What follows belongs to an exercise in optimizing a design on an open flow for small area, a short achievable clock period and few clock cycles; a production flow would make more cautious choices. Function was checked by simulation only, so behaviour that the tests miss may differ from the original. Power figures rest on the tool's default switching activity, not on a simulated workload.

### flow/design.v
module bk_route #(
    parameter LOGN   = 5,
    parameter N      = 1 << LOGN,
    parameter STAGES = 2 * LOGN - 1,
    parameter CPS    = N / 2,
    parameter CELLS  = STAGES * CPS
) (
    input  wire                 clk,
    input  wire                 rst,
    input  wire                 start,
    input  wire [N-1:0]         conn_valid,
    input  wire [N*LOGN-1:0]    conn_out,
    output wire                 busy,
    output reg                  done,
    output reg  [2*CELLS-1:0]   cells
);
    localparam NLEV = LOGN - 1;           
    localparam [2:0] S_IDLE   = 3'd0,
                     S_LOAD   = 3'd1,
                     S_PAD    = 3'd2,
                     S_LOOP   = 3'd3,
                     S_UPDATE = 3'd4,
                     S_MIDDLE = 3'd5;
    reg [2:0] state;
    reg [N*LOGN-1:0] dst;        
    reg [N*LOGN-1:0] inv;        
    reg [N-1:0]      real_in;    
    reg [N-1:0]      real_out;   
    reg [N-1:0]      col_in;     
    reg [N-1:0]      col_out;    
    reg [N-1:0]      coloured;   
    reg [LOGN:0]     pi;         
    reg [LOGN:0]     po;         
    reg [LOGN-1:0]   cur;        
    reg [LOGN-1:0]   lstart;     
    reg              in_loop;
    reg [LOGN-1:0]   level;
    assign busy = (state != S_IDLE);
    reg [LOGN-1:0] lmask;        
    reg [LOGN-1:0] base;         
    reg [LOGN-1:0] o_cur;        
    reg [LOGN-1:0] o_par;        
    reg [LOGN-1:0] p_line;       
    reg [LOGN-1:0] nxt;          
    always @* begin
        lmask  = {LOGN{1'b1}} >> level;
        base   = cur & ~lmask;
        o_cur  = dst[cur*LOGN +: LOGN];
        o_par  = o_cur ^ 1'b1;
        p_line = base | inv[(base | o_par)*LOGN +: LOGN];
        nxt    = p_line ^ 1'b1;
    end
    reg [N*LOGN-1:0]  dst_n, inv_n;
    reg [N-1:0]       rin_n, rout_n;
    reg [2*CELLS-1:0] cells_lv;
    integer l, b, k, M, up, lo;
    always @* begin
        dst_n    = dst;
        inv_n    = inv;
        rin_n    = real_in;
        rout_n   = real_out;
        cells_lv = cells;
        for (l = 0; l < NLEV; l = l + 1) begin
            if (level == l) begin
                M = N >> l;
                for (b = 0; b < N; b = b + (N >> l)) begin
                    for (k = 0; k < (N >> l)/2; k = k + 1) begin
                        up = b + 2*k + col_in[b + 2*k];
                        lo = b + 2*k + !col_in[b + 2*k];
                        dst_n[(b + k)*LOGN +: LOGN]       = dst[up*LOGN +: LOGN] >> 1;
                        dst_n[(b + M/2 + k)*LOGN +: LOGN] = dst[lo*LOGN +: LOGN] >> 1;
                        rin_n[b + k]       = real_in[up];
                        rin_n[b + M/2 + k] = real_in[lo];
                        if (real_in[b + 2*k] || real_in[b + 2*k + 1])
                            cells_lv[2*(l*CPS + b/2 + k) +: 2] = {1'b0, col_in[b + 2*k]};
                        else
                            cells_lv[2*(l*CPS + b/2 + k) +: 2] = 2'b10;
                        up = b + 2*k + col_out[b + 2*k];
                        lo = b + 2*k + !col_out[b + 2*k];
                        inv_n[(b + k)*LOGN +: LOGN]       = inv[up*LOGN +: LOGN] >> 1;
                        inv_n[(b + M/2 + k)*LOGN +: LOGN] = inv[lo*LOGN +: LOGN] >> 1;
                        rout_n[b + k]       = real_out[up];
                        rout_n[b + M/2 + k] = real_out[lo];
                        if (real_out[b + 2*k] || real_out[b + 2*k + 1])
                            cells_lv[2*((STAGES-1-l)*CPS + b/2 + k) +: 2] = {1'b0, col_out[b + 2*k]};
                        else
                            cells_lv[2*((STAGES-1-l)*CPS + b/2 + k) +: 2] = 2'b10;
                    end
                end
            end
        end
    end
    reg [2*CELLS-1:0] cells_mid;
    always @* begin
        cells_mid = cells;
        for (k = 0; k < CPS; k = k + 1) begin
            if (real_in[2*k] || real_in[2*k + 1])
                cells_mid[2*(NLEV*CPS + k) +: 2] = {1'b0, dst[(2*k)*LOGN]};
            else
                cells_mid[2*(NLEV*CPS + k) +: 2] = 2'b10;
        end
    end
    wire pi_free = !pi[LOGN] && !real_in[pi[LOGN-1:0]];
    wire po_free = !po[LOGN] && !real_out[po[LOGN-1:0]];
    always @(posedge clk) begin
        if (rst) begin
            state <= S_IDLE;
            done  <= 1'b0;
        end else begin
            done <= 1'b0;
            case (state)
                S_IDLE: begin
                    if (start) begin
                        dst      <= conn_out;
                        real_in  <= conn_valid;
                        real_out <= {N{1'b0}};
                        pi       <= 0;
                        state    <= S_LOAD;
                    end
                end
                S_LOAD: begin
                    if (real_in[pi[LOGN-1:0]]) begin
                        inv[dst[pi[LOGN-1:0]*LOGN +: LOGN]*LOGN +: LOGN] <= pi[LOGN-1:0];
                        real_out[dst[pi[LOGN-1:0]*LOGN +: LOGN]]         <= 1'b1;
                    end
                    if (pi == N - 1) begin
                        pi    <= 0;
                        po    <= 0;
                        state <= S_PAD;
                    end else begin
                        pi <= pi + 1'b1;
                    end
                end
                S_PAD: begin
                    if (pi[LOGN] && po[LOGN]) begin
                        level    <= 0;
                        pi       <= 0;
                        in_loop  <= 1'b0;
                        coloured <= {N{1'b0}};
                        state    <= S_LOOP;
                    end else if (pi_free && po_free) begin
                        dst[pi[LOGN-1:0]*LOGN +: LOGN] <= po[LOGN-1:0];
                        inv[po[LOGN-1:0]*LOGN +: LOGN] <= pi[LOGN-1:0];
                        pi <= pi + 1'b1;
                        po <= po + 1'b1;
                    end else begin
                        if (!pi_free && !pi[LOGN]) pi <= pi + 1'b1;
                        if (!po_free && !po[LOGN]) po <= po + 1'b1;
                    end
                end
                S_LOOP: begin
                    if (!in_loop) begin
                        if (pi[LOGN]) begin
                            state <= S_UPDATE;
                        end else if (coloured[pi[LOGN-1:0]]) begin
                            pi <= pi + 1'b1;
                        end else begin
                            cur     <= pi[LOGN-1:0];
                            lstart  <= pi[LOGN-1:0];
                            in_loop <= 1'b1;
                        end
                    end else begin
                        coloured[cur]          <= 1'b1;
                        col_in[cur]            <= 1'b0;
                        col_out[base | o_cur]  <= 1'b0;
                        coloured[p_line]       <= 1'b1;
                        col_in[p_line]         <= 1'b1;
                        col_out[base | o_par]  <= 1'b1;
                        if (nxt == lstart) begin
                            in_loop <= 1'b0;
                            pi      <= pi + 1'b1;
                        end else begin
                            cur <= nxt;
                        end
                    end
                end
                S_UPDATE: begin
                    dst      <= dst_n;
                    inv      <= inv_n;
                    real_in  <= rin_n;
                    real_out <= rout_n;
                    cells    <= cells_lv;
                    if (level == NLEV - 1) begin
                        state <= S_MIDDLE;
                    end else begin
                        level    <= level + 1'b1;
                        pi       <= 0;
                        coloured <= {N{1'b0}};
                        state    <= S_LOOP;
                    end
                end
                S_MIDDLE: begin
                    cells <= cells_mid;
                    done  <= 1'b1;
                    state <= S_IDLE;
                end
                default: state <= S_IDLE;
            endcase
        end
    end
endmodule
### flow/run.sh
#!/bin/bash
# synth_recipe.tcl (not shown) runs the flow's synth.tcl, then flattens the netlist and writes it again
# the make line also repeats each setting of config.mk as NAME=value (left out here)
make -C /OpenROAD-flow-scripts/flow DESIGN_CONFIG=/design/flow/config.mk WORK_HOME=/design/flow/orfs CLKGATE_MAP_FILE= SYNTH_SCRIPT=/design/flow/synth_recipe.tcl finish
### flow/config.mk
export PLATFORM = sky130hd
export DESIGN_NAME = bk_route
export DESIGN_NICKNAME = bk_route
export VERILOG_FILES = /design/flow/design.v
export SDC_FILE = /design/flow/constraint.sdc
export NUM_CORES = 4
export LEC_CHECK = 0
export CAP_MARGIN = 20
export CORE_MARGIN = 2
export CORE_UTILIZATION = 40
export PLACE_DENSITY = 0.6
export SLEW_MARGIN = 20
### flow/constraint.sdc
create_clock -name core_clock -period 8.0 [get_ports {clk}]
set_input_delay 1.6000 -clock core_clock [delete_from_list [all_inputs] [get_ports {clk}]]
set_output_delay 1.6000 -clock core_clock [all_outputs]
set_load 0.01 [all_outputs]
==> notes.md <==
Yosys cell counts (all sizes together), types with 16 or more instances:
master    n  share of area
edfxtp  764           0.45
nand2   524          0.039
nor2    457          0.034
o21ai   434          0.043
mux2i   396          0.078
clkbuf  369          0.027
a21oi   260          0.026
a22oi   189          0.028
o221ai  155          0.027
nor3    132          0.013
mux2    123          0.027
buf     112          0.011
mux4    102          0.045
a211oi   97          0.014
o22ai    96          0.012
o211ai   91          0.013
a32oi    77          0.013
nand3    71         0.0070
a221oi   53         0.0097
and2     44         0.0055
a31oi    39         0.0048
inv      39         0.0029
a22o     37         0.0064
and3     31         0.0038
xnor2    26         0.0045
ha       24         0.0059
a221o    23         0.0045
nand4    17         0.0021
a222oi   16         0.0031
o22a     16         0.0028
cell usage in the layout, fill, tap and decap left out, types with 16 or more instances in the layout:
cell type,netlist,final
a211oi_1,96,96
a21oi_1,256,256
a221o_1,23,23
a221oi_1,50,50
a222oi_1,16,16
a22o_1,37,37
a22oi_1,186,186
a31oi_1,39,38
a32oi_1,76,76
and2_1,40,36
and3_1,31,31
buf_4,4,154
bufinv_16,0,18
clkbuf_16,0,91
clkdlybuf4s50_1,0,484
edfxtp_1,764,764
ha_1,24,24
inv_1,37,37
mux2_2,121,121
mux2i_1,396,396
mux4_2,102,102
nand2_1,524,515
nand3_1,71,71
nand4_1,17,17
nor2_1,454,445
nor3_1,128,114
nor3_2,4,17
o211ai_1,91,91
o21ai_0,427,426
o221ai_1,155,155
o22a_1,16,16
o22ai_1,93,92
xnor2_1,26,25
flip-flops by register name (all words and copies together) (netlist names):
signal / cells
cells: 288
dst: 160
inv: 160
coloured: 32
real_in: 32
real_out: 32
col_in: 16
col_out: 16
pi: 6
po: 6
cur: 5
level: 5
lstart: 5
state: 3
done: 1
in_loop: 1
cell type report:
class                           instances  area (µm²)  share of cell area
Clock inverter                         64         953              0.0157
Antenna cell                           15        37.5            0.000616
Tap cell                             1650        2060              0.0339
Clock buffer                          104        2330              0.0382
Timing Repair Buffer                  648        6220               0.102
Inverter                               42         158             0.00259
Multi-Input combinational cell       3734       26100               0.429
Sequential cell                       768       23000               0.378
path summary, 6_finish.rpt:
check        cells past startpoint           end  slack, ns       start
max                             20  coloured[10]       0.79      cur[0]
min                              2    col_in[22]       0.59  col_in[22]
max reg2reg                     20  coloured[10]       0.79      cur[0]
min reg2reg                      2    col_in[22]       0.59  col_in[22]
metrics by stage:
step	area (µm²)	setup WS [ns]	total power (W)
floorplan	50900	-0.0785	0.0110
global placement	57400	1.19	0.0147
detailed placement	57500	1.00	0.0148
CTS	60800	0.962	0.0194
global route	60900	0.465	0.0203
finish	60900	0.795	0.0200
report_power, final:
| part | internal, W | total (W) | switching (W) |
|---|---|---|---|
| Sequential | 0.00545 | 0.00658 | 0.00113 |
| Clock | 0.00271 | 0.00464 | 0.00194 |
| Combinational | 0.00272 | 0.00875 | 0.00604 |
worst reg2reg max path, cell delays in order, from the launching register on:
cell       delay (ns)
edfxtp_1         0.87
mux4_2           0.60
a22oi_1          0.42
o211a_1          0.76
nor2_4           0.03
buf_4            0.26
clkinv_1         0.42
a21oi_1          0.16
a221oi_2         0.35
a2111oi_4        0.09
o31ai_2          0.49
and2_1           0.49
inv_1            0.15
ha_1             0.28
inv_1            0.18
a311oi_1         0.07
a211oi_1         0.36
o21ai_0          0.17
mux2i_1          0.39
nor3b_1          0.36
o31a_1           0.18
routing by layer:
layer,part of all wire,vias to the layer above
met3,0.15,942
met4,0.069,8
met2,0.40,4713
li1,-,20300
met1,0.38,24800
met5,0.00017,-
kinds of logic after synthesis:
family / count (synthesis)
AOI/OAI and AO/OA: 1702
xor gates and xnor gates: 40
adders and majority gates: 24
buffers and inverters: 523
DFF: 768
muxes: 621
and+or+nand+nor: 1347
==> flow_metrics.tcl <==
set metrics [dict create \
    gr-usage-all-layers 0.397 \
    syn-cell-area_um2 50900 \
    num_rows 130 \
    first_global_vias 46600 \
    synthArstFlopShare 0 \
    use_met1 0.533 \
    dieWidth_um 361 \
    path_clk_slew_ns 0.06 \
    synth_compound_area_frac 0.230 \
    post-dp-hpwl_um 192000 \
    synthesis.nets 5244 \
    final_antenna_net_count 0 \
    cts-root-buf "clkbuf_16" \
    wl_per_cell_um 38.2 \
    antenna_found_initial 15 \
    ys_seq_area_frac 0.452 \
    ys_warn_count 1 \
    num_vias 50800 \
    status "timing/DRC/antenna clean" \
    post-route-period-util 0.901 \
    cts_tree "yes" \
    io_pins 485 \
    synth_top_flop_cell "edfxtp_1" \
    critPathBufInv 4 \
    yosys.area_share.adder 0.00590 \
    slowest_stage "edfxtp_1" \
    skew_ns 0.0562 \
    synth_edf_count 764 \
    min_path_type "flip-flop to flip-flop" \
    final_core_util 0.484 \
    worst_pin_slew_ns 1.27 \
    top_usage_layer "met2" \
    max_cap_viol_count 0 \
    syn2layout_area_growth_pct 19.6 \
    p_leak_nw 21.2 \
    fp.dieH_um 361 \
    drive_gt1_frac 0.118 \
    crit_chain "mux4_2 > a22oi_1 > o211a_1 > nor2_4 > buf_4 > clkinv_1 > a21oi_1 > a221oi_2 > a2111oi_4 > o31ai_2 > and2_1 > inv_1 > ha_1 > inv_1 > a311oi_1 > a211oi_1 > o21ai_0 > mux2i_1 > nor3b_1 > o31a_1" \
    critPathTopFamily "compound AO/OA/AOI/OAI gates" \
    grt_util_met3 0.142 \
    holdWs_ns 0.588 \
    syn_area_per_cell_um2 10.1 \
    maxSlewViolCount 0 \
    ys_types 101 \
    fin_cells 7025 \
    synth-simple-area-share 0.114 \
    synthXorXnorAreaFrac 0.00688 \
    max_clock_freq_mhz 139 \
    cts_setup_buffers 0 \
    finalSetupViolCount 0 \
    routed_wirelength_um 269000 \
    fp.coreArea_um2 126000 \
    viasPerCell 7.23 \
    synth_seq_cells 768 \
    hold_viol 0 \
    nFillCells 11800 \
    critPathLaunchType "flip-flop" \
    clk_latency_ns 0.74 \
    worst_path_most_repeated_cell "inv_1" \
    overflow 0 \
    max_stage_delay_ns 0.87 \
    die-area_um2 130000 \
    htree_levels 3 \
    fin_crit_ns 7.21 \
    cts_made_buffers 91 \
    clock-sinks 768 \
    drt_first_iter_violations 9651 \
    max-vdd-ir-drop_mv 0.323 \
    fin_tns_setup_ns 0 \
    synth_top_family_by_area "compound AO/OA/AOI/OAI gates" \
    slew_headroom 0.149 \
    met2_usage 0.547 \
    grt_start_max_net_pins 165 \
    critPathCaptureType "flip-flop" \
    drc_errors 0 \
    cts_resized 0 \
    rsz0062_at_grt "no" \
    ctsHoldBuffers 0 \
    arrival_ns 7.82 \
    nets 5504 \
    dp_cells 6839 \
    initial_utilization 0.404 \
    first_pass_iters 11 \
    power_density_nw_per_um2 328 \
    portBuffers 484 \
    cts_buffer_depth 3 \
    routabilityCongestion 1.06 \
    criticalPathCategory "flip-flop to flip-flop" \
    required_ns 8.61 \
    grt_pass1_wl_um 370000 \
    muxShareOfSynthArea 0.150 \
    netlist_instances 5025 \
    path_max_fanout 25 \
]
Testbench counts, summed over its fixed seeds: cycles 103,575.

==> afterwards: timing with drivers on the ports <==
The flow's constraints put no driver on any port. The routed layout listed below was extracted and timed again, unchanged, in two steps.
Step 1: set_driving_cell puts a clkbuf_16 on clk and a buf_2 on each other input, an assumption about the parent block.
Step 2 also shifts input and output timing later by t, the mid clock arrival at the registers, as if the neighbouring blocks saw the same clock.
Slacks: no drivers / after step 1 / after step 2; pairs: no drivers / after step 1.
t, ns: 0.788
setup WS [ns]: 0.795 / 0.795 / 0.795
worst setup path after step 2: register to register
After both steps this run still meets setup and hold. For this run, drivers alone change the setup slack by 0.000 ns; drivers and shift together by 0.000 ns.
